What follows belongs to an exercise in optimizing a design on an open flow for small area, a short achievable clock period and few clock cycles per item; a production flow would make more cautious choices. The RTL was checked by simulation tests, not by an equivalence proof against the original design. Power and IR drop assume default switching activity.

==> flow/design.v (outline; a module is shown in full before it is edited, if it fits) <==
// module em_r4: 17 lines
// module em_dstage: 29 lines
// module em_sstage: 20 lines
// module echo_measure: 301 lines
// module em_ampcs: 845 lines
// module em_sqcs: 438 lines
module echo_measure (
    input  wire        clk,
    input  wire        rst,
    input  wire        in_valid,
    output reg         in_ready,
    input  wire [19:0] wstart,     
    input  wire [2:0]  width,      
    input  wire [10:0] idx,        
    input  wire [19:0] peak,       
    input  wire [19:0] left,       
    input  wire [19:0] right,      
    input  wire        left_bg,    
    input  wire        right_bg,   
    input  wire [23:0] b16,        
    input  wire [30:0] run_sum,    
    input  wire [11:0] run_len,    
    input  wire [19:0] shots,      
    output reg         out_valid,
    input  wire        out_ready,
    output reg  [19:0] range,
    output reg  [3:0]  frac,
    output reg  [19:0] amp,
    output reg  [7:0]  qual
);
  // ...
==> flow/flow/run.sh <==
#!/bin/bash
# Layout flow: the standard flow (standard.sh), with the standard
# synthesis unchanged. From floorplan on, two knobs differ:
#  - the timing repair steps are asked for a larger setup slack margin, so
#    they also size up paths that already meet the clock period;
set -euo pipefail
MARGIN=${MARGIN:-8.0}
cp config.mk config_pnr.mk
cat >> config_pnr.mk <<EOC
export SETUP_SLACK_MARGIN = $MARGIN
export BUFFER_PORTS_ARGS = -buffer_cell sky130_fd_sc_hd__buf_4
EOC
sed "s#config.mk#config_pnr.mk#g" standard.sh > standard_pnr.sh
bash standard.sh synth > flow_synth.log 2>&1
bash standard_pnr.sh > flow_pnr.log 2>&1
==> flow/standard.sh <==
#!/bin/bash
# synth_recipe.tcl (not shown) runs the flow's synth.tcl, then flattens the netlist and writes it again
# the make line also repeats each setting of config.mk as NAME=value (left out here)
make -C /OpenROAD-flow-scripts/flow DESIGN_CONFIG=/design/flow/config.mk WORK_HOME=/design/flow/orfs CLKGATE_MAP_FILE= SYNTH_SCRIPT=/design/flow/synth_recipe.tcl "${@:-finish}"
==> flow/config.mk <==
export PLATFORM = sky130hd
export DESIGN_NAME = echo_measure
export DESIGN_NICKNAME = echo_measure
export VERILOG_FILES = /design/flow/design.v
export SDC_FILE = /design/flow/constraint.sdc
export NUM_CORES = 4
export LEC_CHECK = 0
export CAP_MARGIN = 20
export CORE_MARGIN = 2
export CORE_UTILIZATION = 55
export SLEW_MARGIN = 20
==> flow/constraint.sdc <==
create_clock -name core_clock -period 12.0 [get_ports {clk}]
set_input_delay 2.4000 -clock core_clock [delete_from_list [all_inputs] [get_ports {clk}]]
set_output_delay 2.4000 -clock core_clock [all_outputs]
set_load 0.01 [all_outputs]
==> flow_summary.ini, run 1 <==
[final_layout]
top_regs = g_amp.u_st.d3o x198, g_qual.u_st.d3o x182, g_amp.u_st.ro x180
seq_cell_count = 3068
layout_common_cells = edfxtp_1 (3039), inv_1 (2051), ha_1 (2029)
seq_share_pct = 40.05
n_all_buffers = 496
mostFrequentLayoutCell = edfxtp_1
area_delta_synth_final_pct = 10.66

[placed_design]
hpwl_um = 402400
dp_worst_setup_slack_ns = 7.099
gp_congestion = 0.9158
port_buffers = 240

[power_and_ir_drop]
powerSeq_mw = 12.6
p_comb_share_pct = 17.7
p_comb_mw = 5.02
power.net_switching_mw = 7.682
power_leader = registers

[setup_path]
cp_num_cells = 3
critPathCaptureType = output port
crit_path_end = in_ready
r2r-start = s0_b16[21]$_DFFE_PP_

[timing]
hold_ws_ns = 0.3798
post-route-period-util_pct = 34.44
hold_viol = 0
slew_headroom_pct = 17.04
tightest_slew_ns = 1.244

[cts]
insertion_delay_ns = 0.98
htree_levels = 5

[min_path]
min-delay-start = g_rng[3].w[1]$_DFFE_PP_
min_to = g_rng[4].w[1]$_DFFE_PP_
hp-class = reg -> reg

[yosys]
synth-main-ff-cell = edfxtp_1
yosysTopAreaCellShare_pct = 44.02
synthMuxAreaShare_pct = 2.465
yosysTopAreaCell = edfxtp_1
syn_inst = 19300
synth_area_leaders = edfxtp_1 (44%), ha_1 (12%), fa_1 (4.5%), inv_1 (3.7%), xnor2_1 (3.4%)

[floorplanning]
dieArea_mm2 = 0.3819
num_io_pins = 241

[global_routing]
grtUsageMet2_pct = 42.03
grt_max_degree = 150

[routing]
routedWlPerCell_um = 20.68
drt-total-wl_um = 517300

[outcome]
status = complete, no violations
Testbench counts, summed over its fixed seeds: cycles 1,392, items 1,280.
==> module echo_measure, before the edit <==
module echo_measure (
    input  wire        clk,
    input  wire        rst,
    input  wire        in_valid,
    output reg         in_ready,
    input  wire [19:0] wstart,     
    input  wire [2:0]  width,      
    input  wire [10:0] idx,        
    input  wire [19:0] peak,       
    input  wire [19:0] left,       
    input  wire [19:0] right,      
    input  wire        left_bg,    
    input  wire        right_bg,   
    input  wire [23:0] b16,        
    input  wire [30:0] run_sum,    
    input  wire [11:0] run_len,    
    input  wire [19:0] shots,      
    output reg         out_valid,
    input  wire        out_ready,
    output reg  [19:0] range,
    output reg  [3:0]  frac,
    output reg  [19:0] amp,
    output reg  [7:0]  qual
);
    reg  [1:0]  bcnt;
    reg  [51:0] skid;
    reg  [12:0] v;                               
    reg  [12:0] en;                              
    wire adv = !bcnt[1];
    wire [51:0] res;                             
    wire push = adv && v[12];
    wire pop  = out_valid && out_ready;
    reg  [1:0]  bcnt_n;
    always @* begin
        bcnt_n = bcnt;
        case (bcnt)
            2'd0: if (push) bcnt_n = 2'd1;
            2'd1: if (push && !pop) bcnt_n = 2'd2;
                  else if (!push && pop) bcnt_n = 2'd0;
            default: if (pop) bcnt_n = 2'd1;
        endcase
    end
    wire [12:0] v_n   = adv ? {v[11:0], in_valid} : v;
    wire        adv_n = !bcnt_n[1];
    always @(posedge clk) begin
        if (rst) begin
            v         <= 13'd0;
            bcnt      <= 2'd0;
            out_valid <= 1'b0;
            en        <= 13'd1;
            in_ready  <= 1'b1;
        end else begin
            v         <= v_n;
            bcnt      <= bcnt_n;
            out_valid <= (bcnt_n != 2'd0);
            en        <= {v_n[11:0] & {12{adv_n}}, adv_n};
            in_ready  <= adv_n;
        end
    end
    always @(posedge clk) begin
        if ((bcnt == 2'd0 && push) || (bcnt == 2'd1 && push && pop))
            {range, frac, amp, qual} <= res;
        else if (bcnt == 2'd2 && pop)
            {range, frac, amp, qual} <= skid;
        if (bcnt == 2'd1 && push && !pop)
            skid <= res;
    end
    reg [30:0] s0_sum;
    reg [11:0] s0_len;
    reg [19:0] s0_n;
    reg [23:0] s0_b16;
    reg [24:0] s0_a16, s0_c16;
    reg [19:0] s0_p;
    reg [19:0] s0_ws;
    reg [10:0] s0_idx;
    reg [2:0]  s0_w;
    always @(posedge clk)
        if (en[0]) begin
            s0_sum <= run_sum;
            s0_len <= run_len;
            s0_n   <= shots;
            s0_b16 <= b16;
            s0_a16 <= left_bg  ? {1'b0, b16} : {1'b0, left, 4'b0};
            s0_c16 <= right_bg ? {1'b0, b16} : {1'b0, right, 4'b0};
            s0_p   <= peak;
            s0_ws  <= wstart;
            s0_idx <= idx;
            s0_w   <= width;
        end
    wire [39:0] ac0, ac1, ac2;
    em_ampcs u_ampcs (.S(s0_sum), .n(s0_n), .L(s0_len), .b(s0_b16), .r0(ac0), .r1(ac1), .r2(ac2));
    reg [39:0] s1_ac0, s1_ac1, s1_ac2;
    reg [19:0] s1_n;
    reg [39:0] s2_f;
    reg [19:0] s2_n;
    reg [21:0] s2_n3;
    always @(posedge clk) begin
        if (en[1]) begin
            s1_ac0 <= ac0;
            s1_ac1 <= ac1;
            s1_ac2 <= ac2;
            s1_n   <= s0_n;
        end
        if (en[2]) begin
            s2_f   <= s1_ac0 + s1_ac1 + s1_ac2;                  
            s2_n   <= s1_n;
            s2_n3  <= {2'b0, s1_n} + {1'b0, s1_n, 1'b0};
        end
    end
    wire [19:0] ar [2:12];
    wire [19:0] af [2:12];
    wire [19:0] an [2:12];
    wire [21:0] an3 [2:12];
    wire        asat [2:12];
    assign ar[2]   = s2_f[39:20];
    assign af[2]   = s2_f[19:0];
    assign an[2]   = s2_n;
    assign an3[2]  = s2_n3;
    assign asat[2] = !(s2_f[39:20] < s2_n);      
    genvar k;
    generate
        for (k = 3; k <= 12; k = k + 1) begin : g_amp
            em_dstage #(.W(20), .FW(20)) u_st (
                .clk(clk), .en(en[k]),
                .r(ar[k-1]), .f(af[k-1]), .d(an[k-1]), .d3(an3[k-1]), .flag(asat[k-1]),
                .ro(ar[k]), .fo(af[k]), .dout(an[k]), .d3o(an3[k]), .flago(asat[k]));
        end
    endgenerate
    wire [19:0] amp_res = asat[12] ? 20'hFFFFF : af[12];
    wire [23:0] s0_bm = (s0_b16[23:4] == 20'd0) ? 24'd16 : s0_b16;
    reg [23:0] s1_x;
    reg [23:0] s1_bm;
    reg [25:0] s1_bm3;
    always @(posedge clk)
        if (en[1]) begin
            s1_x   <= {s0_p, 4'b0} - s0_b16;                      
            s1_bm  <= s0_bm;
            s1_bm3 <= {2'b0, s0_bm} + {1'b0, s0_bm, 1'b0};
        end
    wire [39:0] qc0, qc1, qc2;
    em_sqcs u_sqcs (.x(s1_x[19:0]), .r0(qc0), .r1(qc1), .r2(qc2));
    reg [39:0] s2_qc0, s2_qc1, s2_qc2;
    reg [23:0] s2_bm;
    reg [25:0] s2_bm3;
    reg        s2_hi;
    reg [39:0] s3_xx;
    reg [23:0] s3_bm;
    reg [25:0] s3_bm3;
    reg        s3_hi;
    always @(posedge clk) begin
        if (en[2]) begin
            s2_qc0 <= qc0;
            s2_qc1 <= qc1;
            s2_qc2 <= qc2;
            s2_bm  <= s1_bm;
            s2_bm3 <= s1_bm3;
            s2_hi  <= |s1_x[23:20];                               
        end
        if (en[3]) begin
            s3_xx  <= s2_qc0 + s2_qc1 + s2_qc2;
            s3_bm  <= s2_bm;
            s3_bm3 <= s2_bm3;
            s3_hi  <= s2_hi;
        end
    end
    wire [23:0] qr [3:11];
    wire [15:0] qf [3:11];
    wire [23:0] qb [3:11];
    wire [25:0] qb3 [3:11];
    wire        qsat [3:11];
    assign qr[3]   = s3_xx[39:16];
    assign qf[3]   = s3_xx[15:0];
    assign qb[3]   = s3_bm;
    assign qb3[3]  = s3_bm3;
    assign qsat[3] = s3_hi || !(s3_xx[39:16] < s3_bm);   
    generate
        for (k = 4; k <= 11; k = k + 1) begin : g_qual
            em_dstage #(.W(24), .FW(16)) u_st (
                .clk(clk), .en(en[k]),
                .r(qr[k-1]), .f(qf[k-1]), .d(qb[k-1]), .d3(qb3[k-1]), .flag(qsat[k-1]),
                .ro(qr[k]), .fo(qf[k]), .dout(qb[k]), .d3o(qb3[k]), .flago(qsat[k]));
        end
    endgenerate
    wire [9:0] sr [4:12];
    wire [7:0] sq [4:12];
    wire       ssat [4:12];
    assign sr[4]   = 10'd0;
    assign sq[4]   = 8'd0;
    assign ssat[4] = 1'b0;
    generate
        for (k = 5; k <= 12; k = k + 1) begin : g_sqrt
            em_sstage u_st (
                .clk(clk), .en(en[k]),
                .r(sr[k-1]), .root(sq[k-1]), .b(qf[k-1][1:0]),
                .flag(k == 12 ? qsat[11] : ssat[k-1]),
                .ro(sr[k]), .rooto(sq[k]), .flago(ssat[k]));
        end
    endgenerate
    wire [7:0] s12_qual = ssat[12] ? 8'd255 : sq[12];
    wire [24:0] p16   = {1'b0, s0_p, 4'b0};
    wire [25:0] dca   = {1'b0, s0_c16} - {1'b0, s0_a16};
    wire [25:0] dac   = {1'b0, s0_a16} - {1'b0, s0_c16};
    wire        dneg  = dca[25];                             
    wire        dq10  = (p16 == s0_c16);                     
    reg  [25:0] s1_mag, s1_d;
    reg         s1_neg, s1_q10;
    reg  [20:0] s1_sh;
    reg  [19:0] s1_ws;
    reg  [2:0]  s1_w;
    reg  [25:0] s2_mag, s2_d;
    reg  [27:0] s2_d3;
    reg         s2_neg, s2_q10;
    reg  [26:0] s2_base;
    reg  [2:0]  s2_w;
    always @(posedge clk) begin
        if (en[1]) begin
            s1_mag  <= dq10 ? 26'd0 : dneg ? dac : dca;
            s1_d    <= {p16, 1'b0} - {1'b0, s0_a16} - {1'b0, s0_c16};
            s1_neg  <= dneg;
            s1_q10  <= dq10;
            s1_sh   <= {6'b0, s0_idx, 4'b1000} << s0_w;          
            s1_ws   <= s0_ws;
            s1_w    <= s0_w;
        end
        if (en[2]) begin
            s2_mag  <= s1_mag;
            s2_d    <= s1_d;
            s2_d3   <= {2'b0, s1_d} + {1'b0, s1_d, 1'b0};
            s2_neg  <= s1_neg;
            s2_q10  <= s1_q10;
            s2_base <= {3'b0, s1_ws, 4'b0} + {6'b0, s1_sh} - 27'd8;
            s2_w    <= s1_w;
        end
    end
    wire [25:0] dr [2:7];
    wire [9:0]  dq [2:7];
    wire [25:0] dd [2:7];
    wire [27:0] dd3 [2:7];
    wire        dng [2:7];
    assign dr[2]  = s2_mag;
    assign dq[2]  = 10'd0;
    assign dd[2]  = s2_d;
    assign dd3[2] = s2_d3;
    assign dng[2] = s2_neg;
    generate
        for (k = 3; k <= 7; k = k + 1) begin : g_delta
            em_dstage #(.W(26), .FW(10)) u_st (
                .clk(clk), .en(en[k]),
                .r(dr[k-1]), .f(dq[k-1]), .d(dd[k-1]), .d3(dd3[k-1]), .flag(dng[k-1]),
                .ro(dr[k]), .fo(dq[k]), .dout(dd[k]), .d3o(dd3[k]), .flago(dng[k]));
        end
    endgenerate
    wire [26:0] rb [2:8];
    wire [2:0]  rw [2:8];
    wire        rq [2:8];
    assign rb[2] = s2_base;
    assign rw[2] = s2_w;
    assign rq[2] = s2_q10;
    generate
        for (k = 3; k <= 8; k = k + 1) begin : g_rng
            reg [26:0] b;
            reg [2:0]  w;
            reg        q;
            always @(posedge clk)
                if (en[k]) begin
                    b <= rb[k-1];
                    w <= rw[k-1];
                    q <= rq[k-1];
                end
            assign rb[k] = b;
            assign rw[k] = w;
            assign rq[k] = q;
        end
    endgenerate
    wire [10:0] q10v = {rq[7], dq[7]};
    wire [10:0] qs   = q10v >> (3'd6 - rw[7]);
    reg  [9:0]  s8_mk;
    reg         s8_neg, s8_cin;
    reg  [26:0] s9_r16;
    always @(posedge clk) begin
        if (en[8]) begin
            s8_mk  <= qs[10:1];
            s8_neg <= dng[7];
            s8_cin <= dng[7] ^ qs[0];
        end
        if (en[9])
            s9_r16 <= rb[8] + (s8_neg ? ~{17'b0, s8_mk} : {17'b0, s8_mk}) + {26'b0, s8_cin};
    end
    wire        r_lo = s9_r16[26];
    wire        r_hi = !s9_r16[26] && (s9_r16[25:24] != 2'b00);
    reg  [23:0] s10_rr, s11_rr, s12_rr;
    always @(posedge clk) begin
        if (en[10])
            s10_rr <= r_lo ? 24'd0 : r_hi ? 24'hFFFFFF : s9_r16[23:0];
        if (en[11])
            s11_rr <= s10_rr;
        if (en[12])
            s12_rr <= s11_rr;
    end
    assign res = {s12_rr, amp_res, s12_qual};
endmodule
==> run 2: changes to the inputs <==
--- a/flow/design.v
+++ b/flow/design.v
@@ -121,5 +121,5 @@
             out_valid <= (bcnt_n != 2'd0);
             en        <= {v_n[11:0] & {12{adv_n}}, adv_n};
-            in_ready  <= adv_n;
+            in_ready  <= (bcnt_n != 2'd2);           
         end
     end
@@ -269,11 +269,11 @@
     wire        dneg  = dca[25];                             
     wire        dq10  = (p16 == s0_c16);                     
-    reg  [25:0] s1_mag, s1_d;
+    reg  [24:0] s1_mag, s1_d;
     reg         s1_neg, s1_q10;
     reg  [20:0] s1_sh;
     reg  [19:0] s1_ws;
     reg  [2:0]  s1_w;
-    reg  [25:0] s2_mag, s2_d;
-    reg  [27:0] s2_d3;
+    reg  [24:0] s2_mag, s2_d;
+    reg  [26:0] s2_d3;
     reg         s2_neg, s2_q10;
     reg  [26:0] s2_base;
@@ -281,6 +281,6 @@
     always @(posedge clk) begin
         if (en[1]) begin
-            s1_mag  <= dq10 ? 26'd0 : dneg ? dac : dca;
-            s1_d    <= {p16, 1'b0} - {1'b0, s0_a16} - {1'b0, s0_c16};
+            s1_mag  <= dq10 ? 25'd0 : dneg ? dac[24:0] : dca[24:0];
+            s1_d    <= {p16[23:0], 1'b0} - s0_a16 - s0_c16;      
             s1_neg  <= dneg;
             s1_q10  <= dq10;
@@ -299,8 +299,8 @@
         end
     end
-    wire [25:0] dr [2:7];
+    wire [24:0] dr [2:7];
     wire [9:0]  dq [2:7];
-    wire [25:0] dd [2:7];
-    wire [27:0] dd3 [2:7];
+    wire [24:0] dd [2:7];
+    wire [26:0] dd3 [2:7];
     wire        dng [2:7];
     assign dr[2]  = s2_mag;
@@ -311,5 +311,5 @@
     generate
         for (k = 3; k <= 7; k = k + 1) begin : g_delta
-            em_dstage #(.W(26), .FW(10)) u_st (
+            em_dstage #(.W(25), .FW(10)) u_st (
                 .clk(clk), .en(en[k]),
                 .r(dr[k-1]), .f(dq[k-1]), .d(dd[k-1]), .d3(dd3[k-1]), .flag(dng[k-1]),
--- a/flow/config.mk
+++ b/flow/config.mk
@@ -8,4 +8,5 @@
 export CAP_MARGIN = 20
 export CORE_MARGIN = 2
-export CORE_UTILIZATION = 55
+export CORE_UTILIZATION = 65
+export PLACE_DENSITY = 0.72
 export SLEW_MARGIN = 20
==> flow_summary.ini, run 2 <==
[min_path]
min-delay-start = s3_xx[11]$_DFFE_PP_
min_path_cells = 0
min_to = g_qual[4].u_st.fo[13]$_DFFE_PP_
hp-class = reg -> reg

[yosys]
yosysTopAreaCell = edfxtp_1
synth_area_leaders = edfxtp_1 (45%), ha_1 (12%), fa_1 (4.6%), xnor2_1 (3.7%), inv_1 (3.6%)
yosysUniqueCellTypes = 111
synth_edf_count = 3022
synth_area_mm2 = 0.2029
yosysWarnings = 5
yosysMostFrequentCell = edfxtp_1
ys_seq_elements = 3052
synth_nets = 21480
syn_inst = 18800
synth_area_per_cell_um2 = 10.79
seq_area_frac_synth_pct = 45.02
ys_async_sr_fraction_pct = 0
synth-main-ff-cell = edfxtp_1
yosysTopAreaCellShare_pct = 44.72
synth_common_cells = edfxtp_1 (3022), ha_1 (2021), inv_1 (1969), a21oi_1 (1343), nor2_1 (1214)

[final_layout]
layout.nets = 21900
largest_reg_flops = 198
layout_common_cells = edfxtp_1 (3022), ha_1 (2000), inv_1 (1957)
fillers = 22440
mostFrequentLayoutCell = edfxtp_1
ff_latch_area_mm2 = 0.09140
area_delta_synth_final_pct = 9.857
top_regs = g_amp.u_st.d3o x198, g_qual.u_st.d3o x182, g_amp.u_st.ro x180
final_layout_size_suffix_gt1_share_pct = 8.123
multiInputGateArea_mm2 = 0.1044
fin_cells = 23620
top_register = g_amp.u_st.d3o

[setup_path]
critPathBufInv = 1
r2r_end = s1_mag[22]$_SDFFCE_PP0P_
crit_path_start_kind = flop
path_max_fanout = 1
cpLargestDelayFamily = flip-flops
r2r-start = s0_c16[16]$_DFFE_PP_
critPathCaptureType = output port
path_class = reg -> out
cpPeakStageDelay_ns = 0.44
reg2reg_depth = 15
crit_path_cell_trace = buf_6
critPathSlowestCell = edfxtp_1
rrSetupSlack_ns = 8.08
cp.arrival_ns = 1.55
critPathRequiredTime_ns = 9.60

[global_routing]
grt_pass1_wl_um = 727500
first_global_vias = 137200
grt_overflow = 0
grt_max_degree = 163
grtUsageTotal_pct = 28.66
antenna_found_initial = 14

[placed_design]
gp_congestion = 0.9433
port_buffers = 240
hpwl_um = 354800
dpl.cell_count = 22900

[cts]
cts_sinks = 3052
cts-root-to-sink-buffers = 4
clk_pin_slew_ns = 0.06
postCtsHoldBufs = 0
insertion_delay_ns = 0.97
htree_levels = 5
root_buffer = clkbuf_16
cts_tree = yes
cts_buffers = 322

[timing]
hold_viol = 0
tightest_slew_ns = 1.118
final_max_slew_viol_count = 0
post-route-period-util_pct = 32.90
finalCriticalPeriod_ns = 3.947
rsz0062_at_grt = true
finalSetupViolations = 0
fin_tns_setup_ns = 0
slew_headroom_pct = 23.54
clock_skew_ns = 0.07677
clock.fmax_mhz = 253.3

[outcome]
status = complete, no violations

[floorplanning]
num_io_pins = 241
start_util_pct = 65.21
rows = 205
die_w_um = 562.7
die_h_um = 562.7
dieArea_mm2 = 0.3166
core_mm2 = 0.3111

[routing]
drc_errors = 0
vias_per_cell = 5.946
dr.pass1.iters = 6
num_vias = 140500
ant_nets = 0
routedWlPerCell_um = 19.74
drt_iter0_drc = 10390
drt-total-wl_um = 466300

[power_and_ir_drop]
p_leak_nw = 92.25
vdd_drop_max_mv = 0.1852
powerDensity_mw_per_mm2 = 121.5

[flow_run]
max-cap-violations = 0
## run 2: area by class of cell
class	instances	area share, %
Tap cell	4140	2.324
Clock inverter	193	0.8044
Clock buffer	386	3.756
Multi-Input combinational cell	13400	46.85
Antenna cell	4	0.004491
Timing Repair inverter	2	0.006736
Inverter	1972	3.329
Timing Repair Buffer	472	1.925
Sequential cell	3052	41.00
## run 2: power by group
part | internal [mW] | switching [mW]
combinational | 2.10 | 2.82
clock | 5.47 | 4.14
sequential | 12.2 | 0.318
## run 2: what timing repair did
item / 4_1_cts / 5_1_grt
pin swaps: 28 / 81
setup buffers: 35 / 72
gates cloned: 7 / 20
endpoints found under the setup margin: 443 / 458
hold endpoints to repair: 0 / 0
resized for setup: 178 / 299
## run 2: worst max-delay path by stage
stage	start	end	slack [ns]	cells past startpoint
floorplan	en[4]$_SDFF_PP0_	g_amp[4].u_st.d3o[0]$_DFFE_PP_	8.00	0
global placement	s0_b16[22]$_DFFE_PP_	s1_bm3[24]$_DFFE_PP_	7.06	19
detailed placement	s0_b16[22]$_DFFE_PP_	s1_bm3[24]$_DFFE_PP_	7.12	19
CTS	range[0]$_DFFE_PP_	range[0]	7.96	1
global route	s0_b16[16]$_DFFE_PP_	s1_bm3[25]$_DFFE_PP_	7.86	19
finish	range[0]$_DFFE_PP_	range[0]	8.05	1
## run 2: kinds of logic (layout without fill, tap and decap cells)
kind of cell / Yosys count / count (layout) / share of synthesized area (%)
AOI/OAI and AO/OA: 4842 / 4853 / 15.32
xor gates and xnor gates: 1330 / 1330 / 5.741
adders and majority gates: 2491 / 2491 / 17.10
buffers and inverters: 2364 / 3025 / 4.449
DFF: 3052 / 3052 / 45.02
muxes: 398 / 398 / 2.087
other: 1 / 5 / 0.001848
and+or+nand+nor: 4326 / 4326 / 10.28
## run 2: metal layers
metal / track usage [%] / share of wire, % / vias up
li1: - / - / 68880
met1: 39.02 / 44 / 67230
met2: 48.21 / 48 / 3451
met3: 3.036 / 4.7 / 881
met4: 9.366 / 3.8 / 6
met5: 0 / 0.0086 / -
## run 2: through the flow
step	util, %	hold WS, ns	cell area, um^2	total power, mW	setup WS, ns
global placement	67.30	0.4000	209400	17.32	7.062
floorplan	-	0.4003	203000	16.05	8.002
finish	71.64	0.3600	222900	27.07	8.053
CTS	70.92	0.3567	220600	27.11	7.956
global route	71.64	0.3688	222900	28.23	7.865
detailed placement	67.30	0.4045	209400	17.43	7.117
Testbench counts of run 2, summed over its fixed seeds: cycles 1,392, items 1,280.
==> run 3: changes to the inputs <==
--- a/flow/flow/run.sh
+++ b/flow/flow/run.sh
@@ -5,5 +5,5 @@
 #    they also size up paths that already meet the clock period;
 set -euo pipefail
-MARGIN=${MARGIN:-8.0}
+MARGIN=${MARGIN:-8.3}
 cp config.mk config_pnr.mk
 cat >> config_pnr.mk <<EOC
==> flow_summary.ini, run 3 <==
[outcome]
status = complete, no violations

[yosys]
ys_async_sr_fraction_pct = 0
seq_area_frac_synth_pct = 45.02
synth_area_mm2 = 0.2029
synth_area_leaders = edfxtp_1 (45%), ha_1 (12%), fa_1 (4.6%), xnor2_1 (3.7%), inv_1 (3.6%)
ys_seq_elements = 3052
synth_edf_count = 3022
synth-main-ff-cell = edfxtp_1
yosysTopAreaCell = edfxtp_1
yosysWarnings = 5
synth_area_per_cell_um2 = 10.79
yosysUniqueCellTypes = 111
yosysTopAreaCellShare_pct = 44.72
yosysMostFrequentCell = edfxtp_1
syn_inst = 18800
synth_common_cells = edfxtp_1 (3022), ha_1 (2021), inv_1 (1969), a21oi_1 (1343), nor2_1 (1214)
synth_nets = 21480

[global_routing]
top_usage_layer = met2
first_global_vias = 137100
grt_max_degree = 165
grtUsageTotal_pct = 29.48
grt_pass1_wl_um = 743300
use_met1_pct = 41.70
grtUsageMet2_pct = 47.96
antenna_found_initial = 18
use_met3_pct = 3.308
grt_overflow = 0

[setup_path]
critPathBufInv = 1
critPathSlowestCell = edfxtp_1
path_max_fanout = 1
path_class = reg -> out
critPathCaptureType = output port
critPathRequiredTime_ns = 9.60
cpPeakStageDelay_ns = 0.42
crit_path_cell_trace = buf_6
crit_path_start_kind = flop
cp.arrival_ns = 1.51
cpLargestDelayFamily = flip-flops

[final_layout]
post-route-util_pct = 74.05
largest_reg_flops = 198
top_register = g_amp.u_st.d3o
area_delta_synth_final_pct = 13.55
fin_cells = 24010
mostFrequentLayoutCell = edfxtp_1
fillers = 21710
fin_area_mm2 = 0.2304
top_regs = g_amp.u_st.d3o x198, g_qual.u_st.d3o x182, g_amp.u_st.ro x180
final_layout_size_suffix_gt1_share_pct = 11.88
layout_common_cells = edfxtp_1 (3022), ha_1 (1955), inv_1 (1933)
layout.nets = 22280

[placed_design]
postPlaceCellArea_mm2 = 0.2094
port_buffers = 240
dpl.cell_count = 22890
dp_worst_setup_slack_ns = 7.290
hpwl_um = 353800
gp_congestion = 0.9295

[timing]
final_max_slew_viol_count = 0
fin_tns_setup_ns = 0
post-route-period-util_pct = 32.62
tightest_slew_ns = 1.399
slew_headroom_pct = 6.406
finalCriticalPeriod_ns = 3.914
rsz0062_at_grt = true
clock.fmax_mhz = 255.5
finalSetupViolations = 0
hold_ws_ns = 0.3836
finalWorstSetupSlack_ns = 8.086
hold_viol = 0
clock_skew_ns = 0.06568

[floorplanning]
core_mm2 = 0.3111
die_w_um = 562.7
num_io_pins = 241
die_h_um = 562.7
dieArea_mm2 = 0.3166
rows = 205
start_util_pct = 65.21

[routing]
vias_per_cell = 5.993
num_vias = 143900
drt_iter0_drc = 11650
ant_nets = 0
drt-total-wl_um = 492300
dr.pass1.iters = 6
drc_errors = 0
routedWlPerCell_um = 20.50

[cts]
root_buffer = clkbuf_16
cts_tree = yes
htree_levels = 5
insertion_delay_ns = 0.95
clk_pin_slew_ns = 0.06
cts-root-to-sink-buffers = 4
postCtsHoldBufs = 0
cts_sinks = 3052
cts_buffers = 321

[power_and_ir_drop]
powerDensity_mw_per_mm2 = 120.5
p_leak_nw = 95.13
p_total_mw = 27.77
vdd_drop_max_mv = 0.1672

[flow_run]
max-cap-violations = 0

[min_path]
hp-class = reg -> reg
==> run 3: cell count changes in the layout (fill, tap and decap cells not counted), moves of 36 or more <==
cell and change:
buf_4 +221, o21ai_0 -85, buf_6 +61, a21oi_1 -48, ha_1 -45, a21oi_2 +44
o21ai_1 +39, a211oi_1 -38, buf_12 +36, o21ai_2 +36
==> run 3: path summary, 6_finish.rpt <==
path / endpoint / slack [ns] / startpoint / depth (start not counted)
hold reg to reg: g_qual[5].u_st.fo[15]$_DFFE_PP_ / 0.38 / g_qual[4].u_st.fo[13]$_DFFE_PP_ / 0
setup reg to reg: s1_bm3[24]$_DFFE_PP_ / 8.16 / s0_b16[20]$_DFFE_PP_ / 20
hold / removal: g_qual[5].u_st.fo[15]$_DFFE_PP_ / 0.38 / g_qual[4].u_st.fo[13]$_DFFE_PP_ / 0
setup / recovery: range[9] / 8.09 / range[9]$_DFFE_PP_ / 1
==> run 3: kinds of logic (layout without fill, tap and decap cells) <==
kind of cell               count (synthesis)  count (layout)  share of synthesized area, %
AOI/OAI and AO/OA                       4842            4873                         15.32
DFF                                     3052            3052                         45.02
muxes                                    398             398                         2.087
adders and majority gates               2491            2491                         17.10
and+or+nand+nor                         4326            4328                         10.28
buffers and inverters                   2364            3387                         4.449
xor gates and xnor gates                1330            1330                         5.741
other                                      1              11                      0.001848
==> run 3: power breakdown <==
group	switching, mW	total (mW)	internal [mW]	leakage (nW)
sequential	0.311	12.5	12.2	27.9
combinational	3.02	5.28	2.26	62.1
clock	4.19	9.95	5.76	5.12
total	7.52	27.8	20.2	95.1
==> run 3: layout make-up <==
type / instances / area, um^2 / area share [%]
repair buffers: 827 / 8327 / 3.614
clock inverters: 194 / 2173 / 0.9433
clock buffers: 392 / 8424 / 3.657
diodes: 10 / 25.02 / 0.01086
inverters: 1972 / 7427 / 3.224
repair inverters: 2 / 15.01 / 0.006517
well taps: 4140 / 5180 / 2.248
multi-input cells: 13420 / 107400 / 46.63
flip-flops and latches: 3052 / 91400 / 39.67
==> run 3: timing repair <==
action | 4_1_cts | 5_1_grt
setup buffers | 166 | 265
hold endpoints to repair | 0 | 0
pin swaps | 141 | 358
gates cloned | 46 | 43
resized for setup | 513 | 706
setup endpoints to repair | 615 | 665
==> run 3: routing by layer <==
metal / up-vias / routed length (um)
met3: 916 / 28610
met4: 2 / 17910
met5: - / 20
met1: 68890 / 215500
li1: 69780 / -
met2: 4319 / 230200
==> run 4: changes to the inputs <==
--- a/flow/flow/run.sh
+++ b/flow/flow/run.sh
@@ -5,5 +5,5 @@
 #    they also size up paths that already meet the clock period;
 set -euo pipefail
-MARGIN=${MARGIN:-8.3}
+MARGIN=${MARGIN:-8.0}
 cp config.mk config_pnr.mk
 cat >> config_pnr.mk <<EOC
--- a/flow/config.mk
+++ b/flow/config.mk
@@ -8,5 +8,5 @@
 export CAP_MARGIN = 20
 export CORE_MARGIN = 2
-export CORE_UTILIZATION = 65
-export PLACE_DENSITY = 0.72
+export CORE_UTILIZATION = 75
+export PLACE_DENSITY = 0.82
 export SLEW_MARGIN = 20
==> flow_summary.ini, run 4 <==
[setup_path]
critPathCaptureType = output port
critPathBufInv = 1
startpoint = qual[1]$_DFFE_PP_
path_max_fanout = 1
cp.arrival_ns = 1.68
path_class = reg -> out
critPathSlowestCell = edfxtp_1
r2r-start = s0_b16[9]$_DFFE_PP_
crit_path_cell_trace = buf_6
cpPeakStageDelay_ns = 0.53
critPathRequiredTime_ns = 9.60
cpLargestDelayFamily = flip-flops
crit_path_start_kind = flop

[floorplanning]
die_w_um = 524.1
core_mm2 = 0.2686
die_h_um = 524.1
rows = 190
num_io_pins = 241
dieArea_mm2 = 0.2747
start_util_pct = 75.53

[routing]
drt-total-wl_um = 484900
dr.pass1.iters = 6
drt_iter0_drc = 14520
routedWlPerCell_um = 21.06
drc_errors = 0
num_vias = 146200
ant_nets = 0
vias_per_cell = 6.348

[yosys]
yosysUniqueCellTypes = 111
synth_area_leaders = edfxtp_1 (45%), ha_1 (12%), fa_1 (4.6%), xnor2_1 (3.7%), inv_1 (3.6%)
synth-main-ff-cell = edfxtp_1
synth_edf_count = 3022
seq_area_frac_synth_pct = 45.02
yosysTopAreaCellShare_pct = 44.72
yosysWarnings = 5
synth_nets = 21480
synth_area_per_cell_um2 = 10.79
ys_async_sr_fraction_pct = 0
synth_common_cells = edfxtp_1 (3022), ha_1 (2021), inv_1 (1969), a21oi_1 (1343), nor2_1 (1214)
yosysMostFrequentCell = edfxtp_1
synth_area_mm2 = 0.2029
ys_seq_elements = 3052
syn_inst = 18800
yosysTopAreaCell = edfxtp_1

[placed_design]
hpwl_um = 347800
gp_congestion = 0.9438
dpl.cell_count = 22310
port_buffers = 240

[power_and_ir_drop]
intPower_mw = 20.01
p_leak_nw = 92.23
vdd_drop_max_mv = 0.1564
seq_power_share_pct = 45.9
swShare_pct = 26.77
power.net_switching_mw = 7.315
powerDensity_mw_per_mm2 = 123.1
p_clk_share_pct = 36.2
p_comb_share_pct = 17.9

[cts]
cts_sinks = 3052
cts-root-to-sink-buffers = 4
htree_levels = 5
cts_buffers = 314
insertion_delay_ns = 0.95
clk_pin_slew_ns = 0.08
cts_tree = yes
root_buffer = clkbuf_16

[flow_run]
max-cap-violations = 0

[final_layout]
final_layout_size_suffix_gt1_share_pct = 8.037
top_regs = g_amp.u_st.d3o x198, g_qual.u_st.d3o x182, g_amp.u_st.ro x180
layout.nets = 21890
top_register = g_amp.u_st.d3o
largest_reg_flops = 198
area_delta_synth_final_pct = 9.453
fin_cells = 23020
layout_common_cells = edfxtp_1 (3022), ha_1 (2002), inv_1 (1958)
mostFrequentLayoutCell = edfxtp_1

[global_routing]
grt_max_degree = 160
first_global_vias = 142500
grt_overflow = 0
antenna_found_initial = 18
grtUsageTotal_pct = 34.22
grt_pass1_wl_um = 749800

[timing]
finalSetupViolations = 0
clock.fmax_mhz = 245.4
slew_headroom_pct = 26.56
post-route-period-util_pct = 33.96
hold_viol = 0
finalCriticalPeriod_ns = 4.075
clock_skew_ns = 0.07379
final_max_slew_viol_count = 0
tightest_slew_ns = 1.102
rsz0062_at_grt = true
fin_tns_setup_ns = 0

[outcome]
status = complete, no violations

[min_path]
hp-class = reg -> reg
min-delay-start = g_qual[8].u_st.fo[10]$_DFFE_PP_
==> run 4: per-stage QoR <==
step | hold WS [ns] | area, um^2 | utilization, % | total power [mW] | worst slack [ns]
finish | 0.3976 | 222100 | 82.67 | 27.33 | 7.925
global route | 0.4123 | 222100 | 82.66 | 28.32 | 7.745
CTS | 0.4047 | 220000 | 81.89 | 27.19 | 7.798
detailed placement | 0.4045 | 208600 | 77.64 | 17.31 | 7.170
global placement | 0.4000 | 208600 | 77.64 | 17.12 | 7.157
floorplan | 0.4003 | 203000 | - | 16.05 | 8.002
==> run 4: cell type report <==
class	count	area, um^2
flip-flops and latches	3052	91390
repair buffers	475	4177
fillers	15140	46550
well taps	3552	4444
repair inverters	1	7.507
inverters	1972	7418
multi-input cells	13400	104300
diodes	12	30.03
clock inverters	187	2133
clock buffers	373	8194
==> run 4: worst paths after layout <==
path	to	slack, ns	cells after the start
worst min-delay path	g_qual[9].u_st.fo[12]$_DFFE_PP_	0.40	0
worst min register to register	g_qual[9].u_st.fo[12]$_DFFE_PP_	0.40	0
worst max register to register	s1_bm3[24]$_DFFE_PP_	7.95	19
worst max-delay path	qual[1]	7.92	1
==> run 4: worst reg2reg max path: cells and delay by family, from the launching register on <==
family / cells / cell delay (ns)
and+or+nand+nor: 5 / 0.75
AOI/OAI and AO/OA: 8 / 1.54
xor gates and xnor gates: 1 / 0.12
DFF: 1 / 0.33
buffers and inverters: 4 / 0.77
adders and majority gates: 1 / 0.31
==> run 4: cell families after synthesis <==
| group | synth area share, % |
|---|---|
| DFF | 45.02 |
| xor gates and xnor gates | 5.741 |
| adders and majority gates | 17.10 |
| other | 0.001848 |
| muxes | 2.087 |
| buffers and inverters | 4.449 |
| and+or+nand+nor | 10.28 |
| AOI/OAI and AO/OA | 15.32 |
==> run 4: repair_timing <==
item                                    CTS  global route
cloned                                    8            16
buffers inserted                         42            77
pin swaps                                23            78
resized for setup                       143           285
hold endpoints to repair                  0             0
endpoints found under the setup margin  417           470
hold buffers                              0             0
==> run 4: routing by layer <==
metal	vias to the layer above	routed length [um]	GRT usage, %
met1	69740	196500	45.34
met4	14	22030	13.84
met3	1251	33590	4.127
li1	68890	-	-
met5	-	93	0
met2	6266	232600	57.71
==> run 4: power by group through the flow <==
| stage | sequential (mW) | combinational (mW) | clock (mW) |
|---|---|---|---|
| global placement | 12.8 | 4.36 | 0 |
| global route | 12.6 | 5.39 | 10.3 |
| detailed placement | 12.8 | 4.53 | 0 |
| CTS | 12.5 | 4.68 | 9.97 |
| finish | 12.6 | 4.88 | 9.89 |
| floorplan | 12.6 | 3.42 | 0 |
==> run 5: changes to the inputs <==
--- a/flow/design.v
+++ b/flow/design.v
@@ -1,67 +1,83 @@
-module em_r4 #(
-    parameter W = 20
+module em_srt1 #(
+    parameter NB = 20                    
 ) (
-    input  wire [W-1:0] r,
-    input  wire [1:0]   b,
-    input  wire [W-1:0] d1,
-    input  wire [W+1:0] d3,
-    output wire [W-1:0] rn,
-    output wire [1:0]   q
+    input  wire [NB+2:0] ws,
+    input  wire [NB+2:0] wc,
+    input  wire          b,
+    input  wire [NB-1:0] d,
+    output wire [NB+2:0] so,
+    output wire [NB+2:0] co,
+    output wire          qp,             
+    output wire          qn              
 );
-    wire [W+1:0] t  = {r, b};
-    wire [W+2:0] s1 = {1'b0, t} - {3'b0, d1};
-    wire [W+2:0] s2 = {1'b0, t} - {2'b0, d1, 1'b0};
-    wire [W+2:0] s3 = {1'b0, t} - {1'b0, d3};
-    assign q  = !s3[W+2] ? 2'd3 : !s2[W+2] ? 2'd2 : !s1[W+2] ? 2'd1 : 2'd0;
-    assign rn = !s3[W+2] ? s3[W-1:0] : !s2[W+2] ? s2[W-1:0] : !s1[W+2] ? s1[W-1:0] : t[W-1:0];
+    wire [NB+2:0] vs = {ws[NB+1:0], b};
+    wire [NB+2:0] vc = {wc[NB+1:0], 1'b0};
+    wire [3:0]    e  = vs[NB+2:NB-1] + vc[NB+2:NB-1];    
+    assign qp = !e[3];
+    assign qn = e[3] && (e != 4'hF);
+    wire [NB+2:0] y  = qp ? ~{3'b000, d} : qn ? {3'b000, d} : {(NB+3){1'b0}};
+    wire [NB+2:0] mj = (vs & vc) | (vs & y) | (vc & y);
+    assign so = vs ^ vc ^ y;
+    assign co = {mj[NB+1:0], qp};
 endmodule
-module em_dstage #(
-    parameter W  = 20,       
-    parameter FW = 20        
+module em_srt2 #(
+    parameter NB = 20,
+    parameter FW = 20
 ) (
     input  wire          clk,
     input  wire          en,
-    input  wire [W-1:0]  r,
+    input  wire [NB+2:0] ws,
+    input  wire [NB+2:0] wc,
     input  wire [FW-1:0] f,
-    input  wire [W-1:0]  d,
-    input  wire [W+1:0]  d3,
+    input  wire [FW-1:0] g,
+    input  wire [NB-1:0] d,
     input  wire          flag,
-    output reg  [W-1:0]  ro,
+    output reg  [NB+2:0] wso,
+    output reg  [NB+2:0] wco,
     output reg  [FW-1:0] fo,
-    output reg  [W-1:0]  dout,
-    output reg  [W+1:0]  d3o,
+    output reg  [FW-1:0] go,
+    output reg  [NB-1:0] dout,
     output reg           flago
 );
-    wire [W-1:0] rn;
-    wire [1:0]   q;
-    em_r4 #(.W(W)) u_r4 (.r(r), .b(f[FW-1:FW-2]), .d1(d), .d3(d3), .rn(rn), .q(q));
+    wire [NB+2:0] s1, c1, s2, c2;
+    wire          p1, n1, p2, n2;
+    em_srt1 #(.NB(NB)) u_a (.ws(ws), .wc(wc), .b(f[FW-1]), .d(d), .so(s1), .co(c1), .qp(p1), .qn(n1));
+    em_srt1 #(.NB(NB)) u_b (.ws(s1), .wc(c1), .b(f[FW-2]), .d(d), .so(s2), .co(c2), .qp(p2), .qn(n2));
     always @(posedge clk)
         if (en) begin
-            ro    <= rn;
-            fo    <= {f[FW-3:0], q};
+            wso   <= s2;
+            wco   <= c2;
+            fo    <= {f[FW-3:0], p1, p2};
+            go    <= {g[FW-3:0], n1, n2};
             dout  <= d;
-            d3o   <= d3;
             flago <= flag;
         end
 endmodule
-module em_sstage (
-    input  wire       clk,
-    input  wire       en,
+module em_srtq #(
+    parameter NB = 20,
+    parameter FW = 20
+) (
+    input  wire [NB+2:0] ws,
+    input  wire [NB+2:0] wc,
+    input  wire [FW-1:0] p,
+    input  wire [FW-1:0] n,
+    output wire [FW-1:0] q
+);
+    wire [NB+2:0] r  = ws + wc;
+    wire [FW-1:0] q0 = p - n;
+    wire [FW-1:0] q1 = p + ~n;
+    assign q = r[NB+2] ? q1 : q0;
+endmodule
+module em_isq (
     input  wire [9:0] r,
     input  wire [7:0] root,
     input  wire [1:0] b,
-    input  wire       flag,
-    output reg  [9:0] ro,
-    output reg  [7:0] rooto,
-    output reg        flago
+    output wire [9:0] ro,
+    output wire [7:0] rooto
 );
     wire [11:0] t = {r, b};
     wire [12:0] s = {1'b0, t} - {3'b0, root, 2'b01};
-    always @(posedge clk)
-        if (en) begin
-            ro    <= s[12] ? t[9:0] : s[9:0];
-            rooto <= {root[6:0], !s[12]};
-            flago <= flag;
-        end
+    assign ro    = s[12] ? t[9:0] : s[9:0];
+    assign rooto = {root[6:0], !s[12]};
 endmodule
 module echo_measure (
@@ -89,11 +105,13 @@
     output reg  [7:0]  qual
 );
-    reg  [1:0]  bcnt;
-    reg  [51:0] skid;
-    reg  [12:0] v;                               
-    reg  [12:0] en;                              
+    localparam LAST = 13;
+    genvar k;
+    reg  [1:0]      bcnt;
+    reg  [51:0]     skid;
+    reg  [LAST:0]   v;                           
+    reg  [LAST:0]   en;                          
     wire adv = !bcnt[1];
     wire [51:0] res;                             
-    wire push = adv && v[12];
+    wire push = adv && v[LAST];
     wire pop  = out_valid && out_ready;
     reg  [1:0]  bcnt_n;
@@ -107,19 +125,19 @@
         endcase
     end
-    wire [12:0] v_n   = adv ? {v[11:0], in_valid} : v;
-    wire        adv_n = !bcnt_n[1];
+    wire [LAST:0] v_n   = adv ? {v[LAST-1:0], in_valid && in_ready} : v;
+    wire          adv_n = !bcnt_n[1];
     always @(posedge clk) begin
         if (rst) begin
-            v         <= 13'd0;
+            v         <= {(LAST+1){1'b0}};
             bcnt      <= 2'd0;
             out_valid <= 1'b0;
-            en        <= 13'd1;
             in_ready  <= 1'b1;
+            en        <= {{LAST{1'b0}}, 1'b1};
         end else begin
             v         <= v_n;
             bcnt      <= bcnt_n;
             out_valid <= (bcnt_n != 2'd0);
-            en        <= {v_n[11:0] & {12{adv_n}}, adv_n};
-            in_ready  <= (bcnt_n != 2'd2);           
+            in_ready  <= adv_n;
+            en        <= {v_n[LAST-1:0] & {LAST{adv_n}}, adv_n};
         end
     end
@@ -132,8 +150,20 @@
             skid <= res;
     end
+    wire [23:0] in_bm = (b16[23:4] == 20'd0) ? 24'd16 : b16;
+    reg  [4:0]  in_blz;
+    integer m;
+    always @* begin
+        in_blz = 5'd0;
+        for (m = 0; m < 24; m = m + 1)
+            if (in_bm[m])
+                in_blz = 5'd23 - m;
+    end
     reg [30:0] s0_sum;
     reg [11:0] s0_len;
     reg [19:0] s0_n;
     reg [23:0] s0_b16;
+    reg [23:0] s0_x;
+    reg [23:0] s0_bm;
+    reg [4:0]  s0_blz;
     reg [24:0] s0_a16, s0_c16;
     reg [19:0] s0_p;
@@ -147,4 +177,7 @@
             s0_n   <= shots;
             s0_b16 <= b16;
+            s0_x   <= {peak, 4'b0} - b16;                        
+            s0_bm  <= in_bm;                                     
+            s0_blz <= in_blz;
             s0_a16 <= left_bg  ? {1'b0, b16} : {1'b0, left, 4'b0};
             s0_c16 <= right_bg ? {1'b0, b16} : {1'b0, right, 4'b0};
@@ -154,11 +187,22 @@
             s0_w   <= width;
         end
+    reg [4:0] s0_nlz;
+    always @* begin
+        s0_nlz = 5'd0;
+        for (m = 0; m < 20; m = m + 1)
+            if (s0_n[m])
+                s0_nlz = 5'd19 - m;
+    end
     wire [39:0] ac0, ac1, ac2;
     em_ampcs u_ampcs (.S(s0_sum), .n(s0_n), .L(s0_len), .b(s0_b16), .r0(ac0), .r1(ac1), .r2(ac2));
     reg [39:0] s1_ac0, s1_ac1, s1_ac2;
     reg [19:0] s1_n;
+    reg [4:0]  s1_lz;
     reg [39:0] s2_f;
-    reg [19:0] s2_n;
-    reg [21:0] s2_n3;
+    reg [19:0] s2_n, s2_nn;
+    reg [4:0]  s2_lz;
+    reg [39:0] s3_fn;
+    reg [19:0] s3_nn;
+    reg        s3_sat;
     always @(posedge clk) begin
         if (en[1]) begin
@@ -167,101 +211,136 @@
             s1_ac2 <= ac2;
             s1_n   <= s0_n;
+            s1_lz  <= s0_nlz;
         end
         if (en[2]) begin
             s2_f   <= s1_ac0 + s1_ac1 + s1_ac2;                  
             s2_n   <= s1_n;
-            s2_n3  <= {2'b0, s1_n} + {1'b0, s1_n, 1'b0};
+            s2_nn  <= s1_n << s1_lz;
+            s2_lz  <= s1_lz;
+        end
+        if (en[3]) begin
+            s3_fn  <= s2_f << s2_lz;
+            s3_nn  <= s2_nn;
+            s3_sat <= !(s2_f[39:20] < s2_n);                     
         end
     end
-    wire [19:0] ar [2:12];
-    wire [19:0] af [2:12];
-    wire [19:0] an [2:12];
-    wire [21:0] an3 [2:12];
-    wire        asat [2:12];
-    assign ar[2]   = s2_f[39:20];
-    assign af[2]   = s2_f[19:0];
-    assign an[2]   = s2_n;
-    assign an3[2]  = s2_n3;
-    assign asat[2] = !(s2_f[39:20] < s2_n);      
-    genvar k;
+    wire [22:0] aws [3:LAST];
+    wire [22:0] awc [3:LAST];
+    wire [19:0] af  [3:LAST];
+    wire [19:0] ag  [3:LAST];
+    wire [19:0] ad  [3:LAST];
+    wire        asat [3:LAST];
+    assign aws[3]  = {3'b0, s3_fn[39:20]};
+    assign awc[3]  = 23'd0;
+    assign af[3]   = s3_fn[19:0];
+    assign ag[3]   = 20'd0;
+    assign ad[3]   = s3_nn;
+    assign asat[3] = s3_sat;
     generate
-        for (k = 3; k <= 12; k = k + 1) begin : g_amp
-            em_dstage #(.W(20), .FW(20)) u_st (
+        for (k = 4; k <= LAST; k = k + 1) begin : g_amp
+            em_srt2 #(.NB(20), .FW(20)) u_st (
                 .clk(clk), .en(en[k]),
-                .r(ar[k-1]), .f(af[k-1]), .d(an[k-1]), .d3(an3[k-1]), .flag(asat[k-1]),
-                .ro(ar[k]), .fo(af[k]), .dout(an[k]), .d3o(an3[k]), .flago(asat[k]));
+                .ws(aws[k-1]), .wc(awc[k-1]), .f(af[k-1]), .g(ag[k-1]), .d(ad[k-1]), .flag(asat[k-1]),
+                .wso(aws[k]), .wco(awc[k]), .fo(af[k]), .go(ag[k]), .dout(ad[k]), .flago(asat[k]));
         end
     endgenerate
-    wire [19:0] amp_res = asat[12] ? 20'hFFFFF : af[12];
-    wire [23:0] s0_bm = (s0_b16[23:4] == 20'd0) ? 24'd16 : s0_b16;
-    reg [23:0] s1_x;
-    reg [23:0] s1_bm;
-    reg [25:0] s1_bm3;
-    always @(posedge clk)
-        if (en[1]) begin
-            s1_x   <= {s0_p, 4'b0} - s0_b16;                      
-            s1_bm  <= s0_bm;
-            s1_bm3 <= {2'b0, s0_bm} + {1'b0, s0_bm, 1'b0};
-        end
+    wire [19:0] amp_q;
+    em_srtq #(.NB(20), .FW(20)) u_aq (.ws(aws[LAST]), .wc(awc[LAST]), .p(af[LAST]), .n(ag[LAST]), .q(amp_q));
+    wire [19:0] amp_res = asat[LAST] ? 20'hFFFFF : amp_q;
     wire [39:0] qc0, qc1, qc2;
-    em_sqcs u_sqcs (.x(s1_x[19:0]), .r0(qc0), .r1(qc1), .r2(qc2));
-    reg [39:0] s2_qc0, s2_qc1, s2_qc2;
-    reg [23:0] s2_bm;
-    reg [25:0] s2_bm3;
+    em_sqcs u_sqcs (.x(s0_x[19:0]), .r0(qc0), .r1(qc1), .r2(qc2));
+    reg [39:0] s1_qc0, s1_qc1, s1_qc2;
+    reg [23:0] s1_bm, s1_bn;
+    reg [4:0]  s1_blz;
+    reg        s1_hi;
+    reg [39:0] s2_xx;
+    reg [23:0] s2_bm, s2_bn;
+    reg [4:0]  s2_blz;
     reg        s2_hi;
-    reg [39:0] s3_xx;
-    reg [23:0] s3_bm;
-    reg [25:0] s3_bm3;
-    reg        s3_hi;
+    reg [39:0] s3_xn;
+    reg [23:0] s3_bn;
+    reg        s3_qsat;
     always @(posedge clk) begin
+        if (en[1]) begin
+            s1_qc0 <= qc0;
+            s1_qc1 <= qc1;
+            s1_qc2 <= qc2;
+            s1_bm  <= s0_bm;
+            s1_bn  <= s0_bm << s0_blz;
+            s1_blz <= s0_blz;
+            s1_hi  <= |s0_x[23:20];                               
+        end
         if (en[2]) begin
-            s2_qc0 <= qc0;
-            s2_qc1 <= qc1;
-            s2_qc2 <= qc2;
+            s2_xx  <= s1_qc0 + s1_qc1 + s1_qc2;
             s2_bm  <= s1_bm;
-            s2_bm3 <= s1_bm3;
-            s2_hi  <= |s1_x[23:20];                               
+            s2_bn  <= s1_bn;
+            s2_blz <= s1_blz;
+            s2_hi  <= s1_hi;
         end
         if (en[3]) begin
-            s3_xx  <= s2_qc0 + s2_qc1 + s2_qc2;
-            s3_bm  <= s2_bm;
-            s3_bm3 <= s2_bm3;
-            s3_hi  <= s2_hi;
+            s3_xn   <= s2_xx << s2_blz;
+            s3_bn   <= s2_bn;
+            s3_qsat <= s2_hi || !(s2_xx[39:16] < s2_bm);         
         end
     end
-    wire [23:0] qr [3:11];
-    wire [15:0] qf [3:11];
-    wire [23:0] qb [3:11];
-    wire [25:0] qb3 [3:11];
+    wire [26:0] qws [3:11];
+    wire [26:0] qwc [3:11];
+    wire [15:0] qf  [3:11];
+    wire [15:0] qg  [3:11];
+    wire [23:0] qd  [3:11];
     wire        qsat [3:11];
-    assign qr[3]   = s3_xx[39:16];
-    assign qf[3]   = s3_xx[15:0];
-    assign qb[3]   = s3_bm;
-    assign qb3[3]  = s3_bm3;
-    assign qsat[3] = s3_hi || !(s3_xx[39:16] < s3_bm);   
+    assign qws[3]  = {3'b0, s3_xn[39:16]};
+    assign qwc[3]  = 27'd0;
+    assign qf[3]   = s3_xn[15:0];
+    assign qg[3]   = 16'd0;
+    assign qd[3]   = s3_bn;
+    assign qsat[3] = s3_qsat;
     generate
         for (k = 4; k <= 11; k = k + 1) begin : g_qual
-            em_dstage #(.W(24), .FW(16)) u_st (
+            em_srt2 #(.NB(24), .FW(16)) u_st (
                 .clk(clk), .en(en[k]),
-                .r(qr[k-1]), .f(qf[k-1]), .d(qb[k-1]), .d3(qb3[k-1]), .flag(qsat[k-1]),
-                .ro(qr[k]), .fo(qf[k]), .dout(qb[k]), .d3o(qb3[k]), .flago(qsat[k]));
+                .ws(qws[k-1]), .wc(qwc[k-1]), .f(qf[k-1]), .g(qg[k-1]), .d(qd[k-1]), .flag(qsat[k-1]),
+                .wso(qws[k]), .wco(qwc[k]), .fo(qf[k]), .go(qg[k]), .dout(qd[k]), .flago(qsat[k]));
         end
     endgenerate
-    wire [9:0] sr [4:12];
-    wire [7:0] sq [4:12];
-    wire       ssat [4:12];
-    assign sr[4]   = 10'd0;
-    assign sq[4]   = 8'd0;
-    assign ssat[4] = 1'b0;
-    generate
-        for (k = 5; k <= 12; k = k + 1) begin : g_sqrt
-            em_sstage u_st (
-                .clk(clk), .en(en[k]),
-                .r(sr[k-1]), .root(sq[k-1]), .b(qf[k-1][1:0]),
-                .flag(k == 12 ? qsat[11] : ssat[k-1]),
-                .ro(sr[k]), .rooto(sq[k]), .flago(ssat[k]));
-        end
-    endgenerate
-    wire [7:0] s12_qual = ssat[12] ? 8'd255 : sq[12];
+    wire [15:0] qu;
+    em_srtq #(.NB(24), .FW(16)) u_qq (.ws(qws[11]), .wc(qwc[11]), .p(qf[11]), .n(qg[11]), .q(qu));
+    wire [9:0] i7r, i6r;
+    wire [7:0] i7q, i6q;
+    em_isq u_i7 (.r(10'd0), .root(8'd0), .b(qu[15:14]), .ro(i7r), .rooto(i7q));
+    em_isq u_i6 (.r(i7r),   .root(i7q),  .b(qu[13:12]), .ro(i6r), .rooto(i6q));
+    reg [9:0]  s12_ir;
+    reg [7:0]  s12_iq;
+    reg [11:0] s12_u;
+    reg        s12_sat;
+    always @(posedge clk)
+        if (en[12]) begin
+            s12_ir  <= i6r;
+            s12_iq  <= i6q;
+            s12_u   <= qu[11:0];
+            s12_sat <= qsat[11];
+        end
+    wire [9:0] i5r, i4r, i3r;
+    wire [7:0] i5q, i4q, i3q;
+    em_isq u_i5 (.r(s12_ir), .root(s12_iq), .b(s12_u[11:10]), .ro(i5r), .rooto(i5q));
+    em_isq u_i4 (.r(i5r),    .root(i5q),    .b(s12_u[9:8]),   .ro(i4r), .rooto(i4q));
+    em_isq u_i3 (.r(i4r),    .root(i4q),    .b(s12_u[7:6]),   .ro(i3r), .rooto(i3q));
+    reg [9:0] s13_ir;
+    reg [7:0] s13_iq;
+    reg [5:0] s13_u;
+    reg       s13_sat;
+    always @(posedge clk)
+        if (en[13]) begin
+            s13_ir  <= i3r;
+            s13_iq  <= i3q;
+            s13_u   <= s12_u[5:0];
+            s13_sat <= s12_sat;
+        end
+    wire [9:0] i2r, i1r, i0r;
+    wire [7:0] i2q, i1q, i0q;
+    em_isq u_i2 (.r(s13_ir), .root(s13_iq), .b(s13_u[5:4]), .ro(i2r), .rooto(i2q));
+    em_isq u_i1 (.r(i2r),    .root(i2q),    .b(s13_u[3:2]), .ro(i1r), .rooto(i1q));
+    em_isq u_i0 (.r(i1r),    .root(i1q),    .b(s13_u[1:0]), .ro(i0r), .rooto(i0q));
+    wire [7:0] qual_res = s13_sat ? 8'd255 : i0q;
     wire [24:0] p16   = {1'b0, s0_p, 4'b0};
     wire [25:0] dca   = {1'b0, s0_c16} - {1'b0, s0_a16};
@@ -274,6 +353,12 @@
     reg  [19:0] s1_ws;
     reg  [2:0]  s1_w;
-    reg  [24:0] s2_mag, s2_d;
-    reg  [26:0] s2_d3;
+    reg  [4:0]  s1_dlz;
+    always @* begin
+        s1_dlz = 5'd0;
+        for (m = 0; m < 25; m = m + 1)
+            if (s1_d[m])
+                s1_dlz = 5'd24 - m;
+    end
+    reg  [24:0] s2_mn, s2_dn;
     reg         s2_neg, s2_q10;
     reg  [26:0] s2_base;
@@ -290,7 +375,6 @@
         end
         if (en[2]) begin
-            s2_mag  <= s1_mag;
-            s2_d    <= s1_d;
-            s2_d3   <= {2'b0, s1_d} + {1'b0, s1_d, 1'b0};
+            s2_mn   <= s1_mag << s1_dlz;
+            s2_dn   <= s1_d << s1_dlz;
             s2_neg  <= s1_neg;
             s2_q10  <= s1_q10;
@@ -299,30 +383,32 @@
         end
     end
-    wire [24:0] dr [2:7];
-    wire [9:0]  dq [2:7];
-    wire [24:0] dd [2:7];
-    wire [26:0] dd3 [2:7];
+    wire [27:0] dws [2:7];
+    wire [27:0] dwc [2:7];
+    wire [9:0]  df  [2:7];
+    wire [9:0]  dg  [2:7];
+    wire [24:0] dd  [2:7];
     wire        dng [2:7];
-    assign dr[2]  = s2_mag;
-    assign dq[2]  = 10'd0;
-    assign dd[2]  = s2_d;
-    assign dd3[2] = s2_d3;
+    assign dws[2] = {3'b0, s2_mn};
+    assign dwc[2] = 28'd0;
+    assign df[2]  = 10'd0;
+    assign dg[2]  = 10'd0;
+    assign dd[2]  = s2_dn;
     assign dng[2] = s2_neg;
     generate
         for (k = 3; k <= 7; k = k + 1) begin : g_delta
-            em_dstage #(.W(25), .FW(10)) u_st (
+            em_srt2 #(.NB(25), .FW(10)) u_st (
                 .clk(clk), .en(en[k]),
-                .r(dr[k-1]), .f(dq[k-1]), .d(dd[k-1]), .d3(dd3[k-1]), .flag(dng[k-1]),
-                .ro(dr[k]), .fo(dq[k]), .dout(dd[k]), .d3o(dd3[k]), .flago(dng[k]));
+                .ws(dws[k-1]), .wc(dwc[k-1]), .f(df[k-1]), .g(dg[k-1]), .d(dd[k-1]), .flag(dng[k-1]),
+                .wso(dws[k]), .wco(dwc[k]), .fo(df[k]), .go(dg[k]), .dout(dd[k]), .flago(dng[k]));
         end
     endgenerate
-    wire [26:0] rb [2:8];
-    wire [2:0]  rw [2:8];
-    wire        rq [2:8];
+    wire [26:0] rb [2:7];
+    wire [2:0]  rw [2:7];
+    wire        rq [2:7];
     assign rb[2] = s2_base;
     assign rw[2] = s2_w;
     assign rq[2] = s2_q10;
     generate
-        for (k = 3; k <= 8; k = k + 1) begin : g_rng
+        for (k = 3; k <= 7; k = k + 1) begin : g_rng
             reg [26:0] b;
             reg [2:0]  w;
@@ -339,8 +425,11 @@
         end
     endgenerate
-    wire [10:0] q10v = {rq[7], dq[7]};
+    wire [9:0]  dfr;
+    em_srtq #(.NB(25), .FW(10)) u_dq (.ws(dws[7]), .wc(dwc[7]), .p(df[7]), .n(dg[7]), .q(dfr));
+    wire [10:0] q10v = {rq[7], dfr};
     wire [10:0] qs   = q10v >> (3'd6 - rw[7]);
     reg  [9:0]  s8_mk;
     reg         s8_neg, s8_cin;
+    reg  [26:0] s8_b;
     reg  [26:0] s9_r16;
     always @(posedge clk) begin
@@ -349,20 +438,23 @@
             s8_neg <= dng[7];
             s8_cin <= dng[7] ^ qs[0];
+            s8_b   <= rb[7];
         end
         if (en[9])
-            s9_r16 <= rb[8] + (s8_neg ? ~{17'b0, s8_mk} : {17'b0, s8_mk}) + {26'b0, s8_cin};
+            s9_r16 <= s8_b + (s8_neg ? ~{17'b0, s8_mk} : {17'b0, s8_mk}) + {26'b0, s8_cin};
     end
     wire        r_lo = s9_r16[26];
     wire        r_hi = !s9_r16[26] && (s9_r16[25:24] != 2'b00);
-    reg  [23:0] s10_rr, s11_rr, s12_rr;
-    always @(posedge clk) begin
-        if (en[10])
-            s10_rr <= r_lo ? 24'd0 : r_hi ? 24'hFFFFFF : s9_r16[23:0];
-        if (en[11])
-            s11_rr <= s10_rr;
-        if (en[12])
-            s12_rr <= s11_rr;
-    end
-    assign res = {s12_rr, amp_res, s12_qual};
+    wire [23:0] rr [9:LAST];
+    assign rr[9] = r_lo ? 24'd0 : r_hi ? 24'hFFFFFF : s9_r16[23:0];
+    generate
+        for (k = 10; k <= LAST; k = k + 1) begin : g_rr
+            reg [23:0] r;
+            always @(posedge clk)
+                if (en[k])
+                    r <= rr[k-1];
+            assign rr[k] = r;
+        end
+    endgenerate
+    assign res = {rr[LAST], amp_res, qual_res};
 endmodule
 module em_ampcs (
==> flow/run.sh (new file) <==
#!/bin/bash
# synth_recipe.tcl (not shown) runs the flow's synth.tcl, then flattens the netlist and writes it again
# the make line also repeats each setting of config.mk as NAME=value (left out here)
make -C /OpenROAD-flow-scripts/flow DESIGN_CONFIG=/design/flow/config.mk WORK_HOME=/design/flow/orfs CLKGATE_MAP_FILE= SYNTH_SCRIPT=/design/flow/synth_recipe.tcl finish
--- a/flow/config.mk
+++ b/flow/config.mk
@@ -8,5 +8,4 @@
 export CAP_MARGIN = 20
 export CORE_MARGIN = 2
-export CORE_UTILIZATION = 75
-export PLACE_DENSITY = 0.82
+export CORE_UTILIZATION = 40
 export SLEW_MARGIN = 20
removed: flow/flow/run.sh
removed: flow/standard.sh
==> flow_summary.ini, run 5 <==
[global_routing]
grt_max_degree = 160
grt_pass1_wl_um = 615700
first_global_vias = 103400
grt_overflow = 0
grtUsageTotal_pct = 16.44
antenna_found_initial = 8

[yosys]
synth-main-ff-cell = edfxtp_1
syn_inst = 13280
yosysMostFrequentCell = edfxtp_1
synth_area_leaders = edfxtp_1 (57%), fa_1 (15%), ha_1 (5.1%), nand2_1 (2.3%), a21oi_1 (2.2%)
yosysWarnings = 4
synth_edf_count = 3537
ys_seq_elements = 3568
synth_nets = 15640
synth_area_mm2 = 0.1859
yosysTopAreaCellShare_pct = 57.12

[final_layout]
mostFrequentLayoutCell = edfxtp_1
final_layout_size_suffix_gt1_share_pct = 7.240
area_delta_synth_final_pct = 12.08
layout.nets = 15960
layout_common_cells = edfxtp_1 (3537), fa_1 (1413), nand2_1 (1117)
top_regs = g_amp.u_st.wco x221, g_amp.u_st.wso x221
post-route-util_pct = 44.99

[routing]
dr.pass1.iters = 5
routedWlPerCell_um = 19.26
drt-total-wl_um = 386800
drt_iter0_drc = 7767
drc_errors = 0
vias_per_cell = 4.990
num_vias = 100200

[setup_path]
path_max_fanout = 23
cpLargestDelayFamily = compound AO/OA/AOI/OAI gates
critPathBufInv = 3
path_class = reg -> reg
critPathRequiredTime_ns = 12.70
cpPeakStageDelay_ns = 0.80
crit_path_start_kind = flop
crit_path_cell_trace = ha_1, a21o_1, a21oi_1, xnor2_1, buf_4, inv_1, a31oi_2, nand2_1, o21ai_0, fa_1, ha_1, a21o_1, a21oi_1, xnor2_1, xnor2_4, inv_1, nand2_1, a21oi_1, fa_1
critPathSlowestCell = a31oi_2
critPathCaptureType = flop

[floorplanning]
die_w_um = 685.8
rows = 250
dieArea_mm2 = 0.4703
core_mm2 = 0.4633
die_h_um = 685.8
start_util_pct = 40.14

[cts]
insertion_delay_ns = 0.97
cts_buffers = 380
clk_pin_slew_ns = 0.06
postCtsHoldBufs = 0
htree_levels = 5
cts-resized-gates = 0
cts-root-to-sink-buffers = 4
cts_tree = yes

[timing]
clock_skew_ns = 0.05625
hold_viol = 0
slew_headroom_pct = 16.68
tightest_slew_ns = 1.250
post-route-period-util_pct = 53.82
clock.fmax_mhz = 154.8
rsz0062_at_grt = false
finalSetupViolations = 0
fin_tns_setup_ns = 0

[power_and_ir_drop]
p_leak_nw = 75.82
vdd_drop_max_mv = 0.1251
powerDensity_mw_per_mm2 = 155.0

[placed_design]
hpwl_um = 286600
gp_congestion = 0.8509
port_buffers = 240

[flow_run]
max-cap-violations = 0

[outcome]
status = complete, no violations
run 5: changes by cell type after synthesis, sizes merged, moves of 281 or more:
cell	change
inv	-1058
o21ai	-349
xnor2	-570
a21o	-416
ha	-1264
a21oi	-529
fa	+943
xor2	-310
nor2	-281
edfxtp	+515
run 5: metrics by stage:
stage	cell area [um^2]	worst slack (ns)	instances	hold slack, ns	power [mW]
after floorplan	185900	2.658	13280	0.4003	19.18
after global placement	195900	5.208	19390	0.4003	20.79
after detailed placement	196000	5.182	19390	0.4045	20.93
after CTS	208300	5.125	20080	0.3941	32.65
after global routing	208400	4.985	20090	0.4064	33.93
final	208400	5.541	20090	0.4024	32.31
run 5: cells by family (layout without fill, tap and decap cells):
logic type               count (synthesis)  count (layout)  synth area share (%)
buffers and inverters                 1360            1985                 2.770
other                                    1               4              0.002017
AND/OR/NAND/NOR                       3016            3016                 7.384
XOR/XNOR                               450             450                 2.120
AO/OA/AOI/OAI                         2320            2320                 7.392
multiplexers                           398             398                 2.571
flip-flops                            3568            3568                 57.45
adder cells (fa/ha/maj)               2170            2170                 20.31
run 5: final timing paths:
kind | start | to | slack, ns | depth (start not counted)
setup / recovery | g_amp[8].u_st.wso[19]$_DFFE_PP_ | g_amp[9].u_st.wso[7]$_DFFE_PP_ | 5.54 | 19
hold reg to reg | g_amp[10].u_st.go[3]$_DFFE_PP_ | g_amp[11].u_st.go[5]$_DFFE_PP_ | 0.40 | 0
hold / removal | g_amp[10].u_st.go[3]$_DFFE_PP_ | g_amp[11].u_st.go[5]$_DFFE_PP_ | 0.40 | 0
setup reg to reg | g_amp[8].u_st.wso[19]$_DFFE_PP_ | g_amp[9].u_st.wso[7]$_DFFE_PP_ | 5.54 | 19
run 5: layout make-up:
| class | instances | area, um^2 |
|---|---|---|
| Clock buffer | 444 | 9771 |
| Inverter | 914 | 3433 |
| Antenna cell | 3 | 7.507 |
| Sequential cell | 3568 | 106900 |
| Fill cell | 40780 | 254800 |
| Tap cell | 6174 | 7725 |
| Timing Repair Buffer | 384 | 3618 |
| Clock inverter | 243 | 2600 |
| Multi-Input combinational cell | 8355 | 74370 |
run 5: where the power goes:
| group | internal, mW | switching [mW] | total, mW |
|---|---|---|---|
| combinational | 2.39 | 3.33 | 5.72 |
| clock | 6.70 | 4.94 | 11.6 |
| sequential | 14.5 | 0.440 | 14.9 |
| total | 23.6 | 8.72 | 32.3 |
run 5: routing by layer:
layer / GRT usage [%] / vias up / wire length [um]
met2: 26.29 / 1975 / 178300
met5: 0 / - / 11
met1: 23.97 / 49620 / 183700
li1: - / 48060 / -
met4: 4.237 / 2 / 9568
met3: 1.916 / 560 / 15240
Testbench counts of run 5, summed over its fixed seeds: cycles 1,400, items 1,280.

Check on run 5: ideal ports give 5.541 ns setup slack; a clkbuf_16 on the clock port and buf_2 on the inputs give 5.541 ns; moving port delays by the midpoint clock arrival (1.075 ns) as well gives 5.541 ns.
